Background: an optimization exercise with open tools, aiming at a short achievable clock period and few clock cycles. Do not read the settings as production practice. In this exercise RTL edits were held to simulation tests only and were not proved equivalent to the original. Power is estimated from default activity; no workload was simulated.

===== design/flow/run.sh =====
#!/bin/bash
# synth_recipe.tcl (not shown) runs the flow's synth.tcl, then flattens the netlist and writes it again
# the make line also repeats each setting of config.mk as NAME=value (left out here)
make -C /OpenROAD-flow-scripts/flow DESIGN_CONFIG=/design/flow/config.mk WORK_HOME=/design/flow/orfs CLKGATE_MAP_FILE= SYNTH_SCRIPT=/design/flow/synth_recipe.tcl finish

===== design/flow/config.mk =====
export PLATFORM = sky130hd
export DESIGN_NAME = trc3_dec
export DESIGN_NICKNAME = trc3_dec
export VERILOG_FILES = /design/flow/design.v
export SDC_FILE = /design/flow/constraint.sdc
export NUM_CORES = 4
export LEC_CHECK = 0
export CAP_MARGIN = 20
export CORE_MARGIN = 2
export CORE_UTILIZATION = 40
export SLEW_MARGIN = 20

===== design/flow/constraint.sdc =====
create_clock -name core_clock -period 11.0 [get_ports {clk}]
set_input_delay 2.2000 -clock core_clock [delete_from_list [all_inputs] [get_ports {clk}]]
set_output_delay 2.2000 -clock core_clock [all_outputs]
set_load 0.01 [all_outputs]

===== design/flow/design.v =====
module trc3_dec (
    input  wire        clk,
    input  wire        rst,
    input  wire        in_valid,
    output wire        in_ready,
    input  wire [31:0] in_data,
    input  wire        in_last,
    output reg         out_valid,
    input  wire        out_ready,
    output reg  [31:0] out_data,
    output reg         res_valid,
    output reg  [3:0]  res_code
);
    localparam MAXW     = 64;
    localparam ORIG_MAX = 32'd4194304;
    localparam E_OK       = 4'd0;
    localparam E_MAGIC    = 4'd1;
    localparam E_GEOMETRY = 4'd2;
    localparam E_TRUNC    = 4'd4;
    localparam E_OVERRUN  = 4'd5;
    localparam E_SKIPMIS  = 4'd6;
    localparam E_GROWTH   = 4'd7;
    localparam E_CRC      = 4'd8;
    localparam S_H0    = 4'd0;    
    localparam S_H1    = 4'd1;    
    localparam S_DIV   = 4'd2;    
    localparam S_H2    = 4'd3;    
    localparam S_OP    = 4'd4;    
    localparam S_E     = 4'd5;    
    localparam S_C1    = 4'd6;    
    localparam S_C2    = 4'd7;    
    localparam S_CV    = 4'd8;    
    localparam S_X     = 4'd9;    
    localparam S_EMIT  = 4'd10;   
    localparam S_END   = 4'd11;   
    localparam S_FIN   = 4'd12;   
    localparam S_DRAIN = 4'd13;   
    localparam S_RES   = 4'd14;   
    localparam K_COPY = 2'd0;
    localparam K_RUN  = 2'd1;
    localparam K_LIT  = 2'd2;
    localparam K_ZERO = 2'd3;
    reg [3:0]  state;
    reg [3:0]  code;
    reg        eof;           
    reg [6:0]  w;             
    reg [4:0]  ew;            
    reg [22:0] orig;          
    reg [31:0] hcrc;
    reg [7:0]  rb;            
    reg [25:0] n_left;        
    reg [26:0] limit;         
    reg [26:0] pos;           
    reg [22:0] dq;
    reg [7:0]  dr;
    reg [4:0]  dcnt;
    reg [63:0] bb;
    reg [6:0]  bcnt;
    reg [1:0]  op;
    reg [1:0]  kind;
    reg [4:0]  cw;            
    reg [25:0] tcnt;          
    reg [15:0] x;
    reg [15:0] rowbuf [0:MAXW-1];
    reg [6:0]  col;
    reg        first_row;
    reg [47:0] acc;
    reg [5:0]  acnt;
    reg [2:0]  out_nb;        
    reg [31:0] crc;
    function [31:0] crc_byte(input [31:0] c, input [7:0] b);
        integer i;
        reg [31:0] t;
        begin
            t = c ^ {24'd0, b};
            for (i = 0; i < 8; i = i + 1)
                t = t[0] ? ((t >> 1) ^ 32'h82F63B78) : (t >> 1);
            crc_byte = t;
        end
    endfunction
    function [31:0] crc_word(input [31:0] c, input [31:0] d, input [2:0] nb);
        reg [31:0] t;
        begin
            t = c;
            if (nb > 3'd0) t = crc_byte(t, d[7:0]);
            if (nb > 3'd1) t = crc_byte(t, d[15:8]);
            if (nb > 3'd2) t = crc_byte(t, d[23:16]);
            if (nb > 3'd3) t = crc_byte(t, d[31:24]);
            crc_word = t;
        end
    endfunction
    reg [4:0] need;           
    always @(*) begin
        case (state)
            S_OP:    need = 5'd2;
            S_E:     need = 5'd1;
            S_C1:    need = 5'd1;
            S_C2:    need = 5'd1;
            S_CV:    need = cw;
            S_X:     need = ew;
            S_EMIT:  need = (kind == K_LIT) ? ew : 5'd0;
            default: need = 5'd0;
        endcase
    end
    wire        reading   = (state >= S_OP) && (state <= S_EMIT);
    wire [26:0] pos_next  = pos + {22'd0, need};
    wire        growth    = pos_next > limit;
    wire        have      = bcnt >= {2'd0, need};
    wire        trunc     = !have && eof;
    wire [15:0] ew_mask   = (16'hFFFF >> (5'd16 - ew));
    wire [15:0] field     = bb[15:0] & ((need == 5'd0) ? 16'd0 : (16'hFFFF >> (5'd16 - need)));
    wire        out_free  = !out_valid || out_ready;
    wire        emit_go   = (state == S_EMIT) && out_free && !growth && have;
    wire        field_go  = reading && (state != S_EMIT) && !growth && have;
    wire [4:0]  used      = (field_go || emit_go) ? need : 5'd0;
    assign in_ready = ((state == S_H0) || (state == S_H1) || (state == S_H2) || (state == S_DRAIN))
                    || (reading && !eof && (bcnt <= 7'd32));
    wire        in_take   = in_valid && in_ready;
    wire [22:0] count_val = (cw == 5'd4) ? (23'd1   + {19'd0, field[3:0]}) :
                            (cw == 5'd8) ? (23'd17  + {15'd0, field[7:0]}) :
                                           (23'd273 + {7'd0,  field[15:0]});
    wire [22:0] token_len = (op == 2'd3) ? count_val * {16'd0, w} : count_val;
    reg [15:0] elem;
    always @(*) begin
        case (kind)
            K_COPY:  elem = first_row ? 16'd0 : rowbuf[col[5:0]];
            K_RUN:   elem = x;
            K_LIT:   elem = field & ew_mask;
            default: elem = 16'd0;
        endcase
    end
    wire        row_end   = (col == w - 7'd1);
    wire [6:0]  acnt_add  = {1'b0, acnt} + {2'd0, ew};
    wire [6:0]  acnt_new  = row_end ? ((acnt_add + 7'd7) & 7'h78) : acnt_add;
    wire [47:0] acc_new   = acc | ({32'd0, elem} << acnt);
    wire [10:0] row_bits  = {4'd0, w} * {6'd0, ew};
    always @(posedge clk) begin
        if (rst) begin
            state     <= S_H0;
            code      <= E_OK;
            eof       <= 1'b0;
            bcnt      <= 7'd0;
            bb        <= 64'd0;
            out_valid <= 1'b0;
            res_valid <= 1'b0;
            res_code  <= 4'd0;
            acc       <= 48'd0;
            acnt      <= 6'd0;
            crc       <= 32'hFFFFFFFF;
            out_nb    <= 3'd0;
        end else begin
            res_valid <= 1'b0;
            if (out_valid && out_ready) begin
                out_valid <= 1'b0;
                crc       <= crc_word(crc, out_data, out_nb);
            end
            if (reading) begin
                if (in_take) begin
                    bb   <= (bb >> used) | ({32'd0, in_data} << (bcnt - {2'd0, used}));
                    bcnt <= bcnt - {2'd0, used} + 7'd32;
                    if (in_last) eof <= 1'b1;
                end else begin
                    bb   <= bb >> used;
                    bcnt <= bcnt - {2'd0, used};
                end
                pos <= pos + {22'd0, used};
            end
            case (state)
                S_H0: if (in_take) begin
                    code      <= E_OK;
                    eof       <= in_last;
                    w         <= in_data[6:0] + 7'd1;
                    ew        <= {1'b0, in_data[19:16]} + 5'd1;
                    crc       <= 32'hFFFFFFFF;
                    acc       <= 48'd0;
                    acnt      <= 6'd0;
                    bb        <= 64'd0;
                    bcnt      <= 7'd0;
                    pos       <= 27'd0;
                    col       <= 7'd0;
                    first_row <= 1'b1;
                    if (in_data[31:24] != 8'hC3 || in_data[23:20] != 4'd3) begin
                        code  <= E_MAGIC;
                        state <= in_last ? S_RES : S_DRAIN;
                    end else if (in_data[15:0] >= MAXW) begin
                        code  <= E_GEOMETRY;
                        state <= in_last ? S_RES : S_DRAIN;
                    end else if (in_last) begin
                        code  <= E_TRUNC;
                        state <= S_RES;
                    end else begin
                        state <= S_H1;
                    end
                end
                S_H1: if (in_take) begin
                    eof  <= in_last;
                    orig <= in_data[22:0];
                    rb   <= row_bits[10:3] + {7'd0, |row_bits[2:0]};
                    if (in_data == 32'd0 || in_data > ORIG_MAX) begin
                        code  <= E_GEOMETRY;
                        state <= in_last ? S_RES : S_DRAIN;
                    end else begin
                        dq    <= in_data[22:0];
                        dr    <= 8'd0;
                        dcnt  <= 5'd0;
                        state <= S_DIV;
                    end
                end
                S_DIV: begin
                    if (dcnt == 5'd23) begin
                        if (dr != 8'd0) begin
                            code  <= E_GEOMETRY;
                            state <= eof ? S_RES : S_DRAIN;
                        end else if (eof) begin
                            code  <= E_TRUNC;
                            state <= S_RES;
                        end else begin
                            state <= S_H2;
                        end
                    end else begin
                        if ({dr[6:0], dq[22]} >= rb) begin
                            dr <= {dr[6:0], dq[22]} - rb;
                            dq <= {dq[21:0], 1'b1};
                        end else begin
                            dr <= {dr[6:0], dq[22]};
                            dq <= {dq[21:0], 1'b0};
                        end
                        dcnt <= dcnt + 5'd1;
                    end
                end
                S_H2: if (in_take) begin
                    eof    <= in_last;
                    hcrc   <= in_data;
                    n_left <= dq * {19'd0, w};
                    limit  <= {1'b0, orig + 23'd4 + {6'd0, orig[22:6]} + {22'd0, |orig[5:0]}, 3'd0};
                    state  <= S_OP;
                end
                S_OP, S_E, S_C1, S_C2, S_CV, S_X: begin
                    if (growth) begin
                        code  <= E_GROWTH;
                        state <= S_FIN;
                    end else if (trunc) begin
                        code  <= E_TRUNC;
                        state <= S_FIN;
                    end else if (have) begin
                        case (state)
                            S_OP: begin
                                op    <= field[1:0];
                                state <= (field[1:0] == 2'd3) ? S_E : S_C1;
                            end
                            S_E: begin
                                if (field[0]) begin
                                    kind  <= K_ZERO;
                                    tcnt  <= n_left;
                                    state <= S_EMIT;
                                end else begin
                                    state <= S_C1;
                                end
                            end
                            S_C1: begin
                                if (!field[0]) begin
                                    cw    <= 5'd4;
                                    state <= S_CV;
                                end else begin
                                    state <= S_C2;
                                end
                            end
                            S_C2: begin
                                cw    <= field[0] ? 5'd16 : 5'd8;
                                state <= S_CV;
                            end
                            S_CV: begin
                                tcnt <= {3'd0, token_len};
                                kind <= op;
                                if (op == 2'd3 && col != 7'd0) begin
                                    code  <= E_SKIPMIS;
                                    state <= S_FIN;
                                end else if (op == 2'd1) begin
                                    state <= S_X;
                                end else if ({3'd0, token_len} > n_left) begin
                                    code  <= E_OVERRUN;
                                    state <= S_FIN;
                                end else begin
                                    state <= S_EMIT;
                                end
                            end
                            S_X: begin
                                x <= field & ew_mask;
                                if (tcnt > n_left) begin
                                    code  <= E_OVERRUN;
                                    state <= S_FIN;
                                end else begin
                                    state <= S_EMIT;
                                end
                            end
                            default: ;
                        endcase
                    end
                end
                S_EMIT: begin
                    if (kind == K_LIT && growth) begin
                        code  <= E_GROWTH;
                        state <= S_FIN;
                    end else if (kind == K_LIT && trunc) begin
                        code  <= E_TRUNC;
                        state <= S_FIN;
                    end else if (emit_go) begin
                        rowbuf[col[5:0]] <= elem;
                        if (row_end) begin
                            col       <= 7'd0;
                            first_row <= 1'b0;
                        end else begin
                            col <= col + 7'd1;
                        end
                        if (acnt_new >= 7'd32) begin
                            out_valid <= 1'b1;
                            out_data  <= acc_new[31:0];
                            out_nb    <= 3'd4;
                            acc       <= acc_new >> 32;
                            acnt      <= acnt_new[5:0] - 6'd32;
                        end else begin
                            acc  <= acc_new;
                            acnt <= acnt_new[5:0];
                        end
                        tcnt   <= tcnt - 26'd1;
                        n_left <= n_left - 26'd1;
                        if (n_left == 26'd1)
                            state <= S_END;
                        else if (tcnt == 26'd1)
                            state <= S_OP;
                    end
                end
                S_END: begin
                    bb   <= 64'd0;
                    bcnt <= 7'd0;
                    if (acnt == 6'd0) begin
                        state <= S_FIN;
                    end else if (out_free) begin
                        out_valid <= 1'b1;
                        out_data  <= acc[31:0];
                        out_nb    <= acnt[5:3];
                        acnt      <= 6'd0;
                        state     <= S_FIN;
                    end
                end
                S_FIN: begin
                    if (!out_valid) begin
                        if (code == E_OK && ~crc != hcrc)
                            code <= E_CRC;
                        state <= eof ? S_RES : S_DRAIN;
                    end
                end
                S_DRAIN: if (in_take && in_last) begin
                    eof   <= 1'b1;
                    state <= S_RES;
                end
                S_RES: begin
                    res_valid <= 1'b1;
                    res_code  <= code;
                    state     <= S_H0;
                end
                default: state <= S_H0;
            endcase
        end
    end
endmodule

==> impl_results.md <==
* Synth cell types at 85
* Worst EP required at 11,730 ps
* I/O pins at 76
* Clock Skew at 64.2 ps
* CP arrival at 11,140 ps
* Final setup fails at 0
* Total power at 21.0 mW
* CTS tree: yes
* Number of iterations in the first detailed-routing pass at 8
* Detailed placement HPWL at 171,000 µm
* Final GP Congestion at 0.946
* Max Fclk at 96.0 MHz
* Ys flop type: edfxtp_1
* CTS Hold Bufs at 0
* Post-Syn Area at 84,800 µm²
* Top Family by Delay on Critical Path: compound AO/OA/AOI/OAI gates
* Clock Power Share at 25.4%
* GRT Total Usage at 22.4%
* Crit Path Class: register to register
* CP Max Fanout at 6
* Crit end category: register
* Initial antenna violation count at 1
* CTS Buf Count at 157
* Post-synth top area share at 46.1%
* H-Tree Level Count at 4
* Rel. slew slack at 25.1%
* Slew @ Worst Pin at 1110 ps
* Post-Syn Instances at 6,768
* Yosys top cell by area: edfxtp_1
* Slew Limit Fails at 0
* DRT iter0 DRCs at 5,823
* Avg Vias per Cell at 5.70
* Buffers on Ports at 75
* Fin. Hold Viols at 0
* Fin crit period at 10,420 ps
* Status: complete, no violations
* Ys Warns at 1
* Crit path buf inv count at 6
* Most used cell, CP: a21oi_1
* DIE AREA at 216,000 µm²
* Tcrit/Tclk final at 94.7%
* Pleak at 34.6 nW
* Fin Hold WS at 465 ps
* Worst path slowest cell: fa_1
* Residual DRC at 0
* FFs w/ async S/R, synth at 0%
* Layout cell share with drive strength beyond 1 at 15.7%
* Clk latency of the worst-skew pair at 840 ps
* WL/cell at 25.0 µm
* CTS Buffer Depth at 3
* Sequential share of the synthesized area at 50.3%
* Vias post-DR at 55.9k
* Worst vdd ir at 0.000213 V
* Net Switching at 8.03 mW
* Switching part of the total at 38.3%
* Final layout net count at 7,363
* Comb power frac at 41.8%
* Mapped Avg Cell Area at 12.5 µm²
* Total grt overflow at 0
* Post-route antenna net violation count at 0
* Ranking of synthesized cells by area: edfxtp_1 46%, mux4_2 9.7%, fa_1 4.6%, dfxtp_1 4.3%, xnor2_1 4.2%
* Flop pwr share at 32.9%
* Clk pin slew, worst setup/hold paths at 60 ps
* First-pass GRT wire length at 365,000 µm
* Vias in the first global route at 55.0k
* Pin count of the biggest net entering global routing at 111
* Commonest non-fill, non-tap cell in the layout: edfxtp_1
* Clock net sink count at 1,481
* Die width at 464 µm
* Die Y at 464 µm
* Power Internal at 12.9 mW
* Register bit total from synthesis at 1,481
* Starting Density at 40.3%
* Pwr dens at 221 nW/µm²
* HP Class: register to register
* Drt total wl at 245,000 µm
* Root buf cell: clkbuf_16
* Core area at 210,000 µm²
* Fill count at 19.0k
* Syn nets at 7,253
* Number of max-cap violations at 0
* Number of flops mapped to enable cells by yosys at 1,300
* Rows at 168
* Most frequent cells in the layout: 1,300 x edfxtp_1, 592 x nand2_1, 552 x nor2_1
* Worst path max stage delay at 550 ps
* Startpoint types: register
* Synth-to-layout area growth at 12.1%
## metal layers
| metal | track usage, % | wire, µm | vias up |
|---|---|---|---|
| met3 | 3.17 | 16200 | 340 |
| met5 | 0 | 0 | - |
| met1 | 31.5 | 107000 | 28500 |
| met4 | 6.24 | 6630 | 0 |
| met2 | 36.1 | 115000 | 2027 |
| li1 | - | - | 25100 |
## timing repair
item / CTS / global route
buffers inserted: 0 / 6
endpoints found under the setup margin: 4 / 6
resized for setup: 4 / 34
pin swaps: 0 / 10
cloned: 0 / 0
## cell families (layout without fill, tap and decap cells)
family	after synthesis	in the layout	synth area share, %
buf+inv	739	976	3.30
other cells	0	1	0
compound gates	1090	1090	7.95
flops	1481	1481	50.3
xor+xnor	602	602	7.23
simple gates	1704	1704	9.04
fa+ha+maj	448	448	8.32
mux	704	704	13.8
## through the flow
| stage | std cells | cell area [µm²] | TNS [ps] | setup slack, ps | util (%) |
|---|---|---|---|---|---|
| after floorplan | 6768 | 84800 | 0 | 233 | - |
| after global placement | 9518 | 89700 | 0 | 120 | 42.7 |
| after detailed placement | 9518 | 89700 | -290 | -82.2 | 42.7 |
| after CTS | 9804 | 94900 | 0 | 47.0 | 45.1 |
| after global routing | 9810 | 95000 | -51.0 | -39.9 | 45.2 |
| final | 9811 | 95000 | 0 | 584 | 45.2 |
## cells in the mapped netlist (31+ instances only)
cell	n
nor3_1	81
o21ai_0	270
mux2i_1	263
a22oi_1	50
a21o_1	56
clkbuf_1	297
ha_1	255
nand4_1	38
nor2_1	558
xnor2_1	404
a211oi_1	31
mux4_2	364
o21bai_1	48
or3_1	33
buf_1	68
nor2b_1	47
a31oi_1	46
nand2_1	596
nor4_1	39
mux2_2	74
o221ai_1	34
nand3_1	74
xor2_1	125
nand2b_1	31
a21oi_1	360
and2_1	124
dfxtp_1	181
edfxtp_1	1300
inv_1	357
fa_1	193
## tightest hold or removal path: cells and delay by family, from the launching register on
kind | cells | cell delay (ps)
flops | 1 | 320
simple gates | 2 | 110
## state kept, by name (all words and copies together), names as in the netlist, 4 cells and up, named ones only
signal    flops
rb            8
n_left       26
w             7
tcnt         26
ew            5
dcnt          5
x            16
acc          48
dq           23
rowbuf     1024
dr            8
state         4
orig         23
col           7
bcnt          7
hcrc         32
limit        23
out_data     32
bb           64
acnt          6
pos          27
code          4
res_code      4
crc          32
## power groups by stage
stage | registers, mW | logic, mW | clock network, mW
after floorplan | 6.75 | 6.06 | 0
after CTS | 6.88 | 8.64 | 5.43
after global routing | 6.92 | 9.49 | 5.64
after global placement | 6.99 | 8.57 | 0
after detailed placement | 6.99 | 8.57 | 0
final | 6.89 | 8.75 | 5.32
## final timing paths
path	slack, ps	cells past startpoint	endpoint	startpoint
setup / recovery	580	54	code[0]	kind[0]
hold / removal	460	2	acc[27]	acc[27]
setup reg to reg	580	54	code[0]	kind[0]
hold reg to reg	460	2	acc[27]	acc[27]
## area by class of cell
cell class              instances  area [µm²]  share of cell area [%]
clock inverters                83        1020                    1.08
inverters                     362        1370                    1.44
well taps                    2805        3510                    3.69
flip-flops and latches       1481       42700                    44.9
clock buffers                 203        4130                    4.35
diodes                          1        2.50                 0.00263
repair buffers                328        2700                    2.84
multi-input cells            4548       39600                    41.7
Testbench counts, summed over its fixed seeds: cycles 760,016.

[what the ideal ports hide]
In the flow no input, the clock included, has a driving cell. The finished layout below was timed again as built, in two steps.
Step 1: set_driving_cell puts a clkbuf_16 on clk and a buf_2 on each other input, an assumption about the parent block.
Step 2 moves the port delays by t, midway between the first and last clock arrival at a register: inputs arrive t later, outputs are due t later. That takes back most of the time a late clock gives input paths.
Slacks: no drivers / after step 1 / after step 2; pairs: no drivers / after step 1.
shift t [ns]: 0.897
setup slack, ns: 0.584 / 0.584 / 0.584
hold WS [ns]: 0.465 / 0.465 / 0.465
cell pins on the clock port's net: 1
After both steps this run still meets setup and hold. The setup slack of this run moves by 0.000 ns with the drivers and by 0.000 ns with both steps.
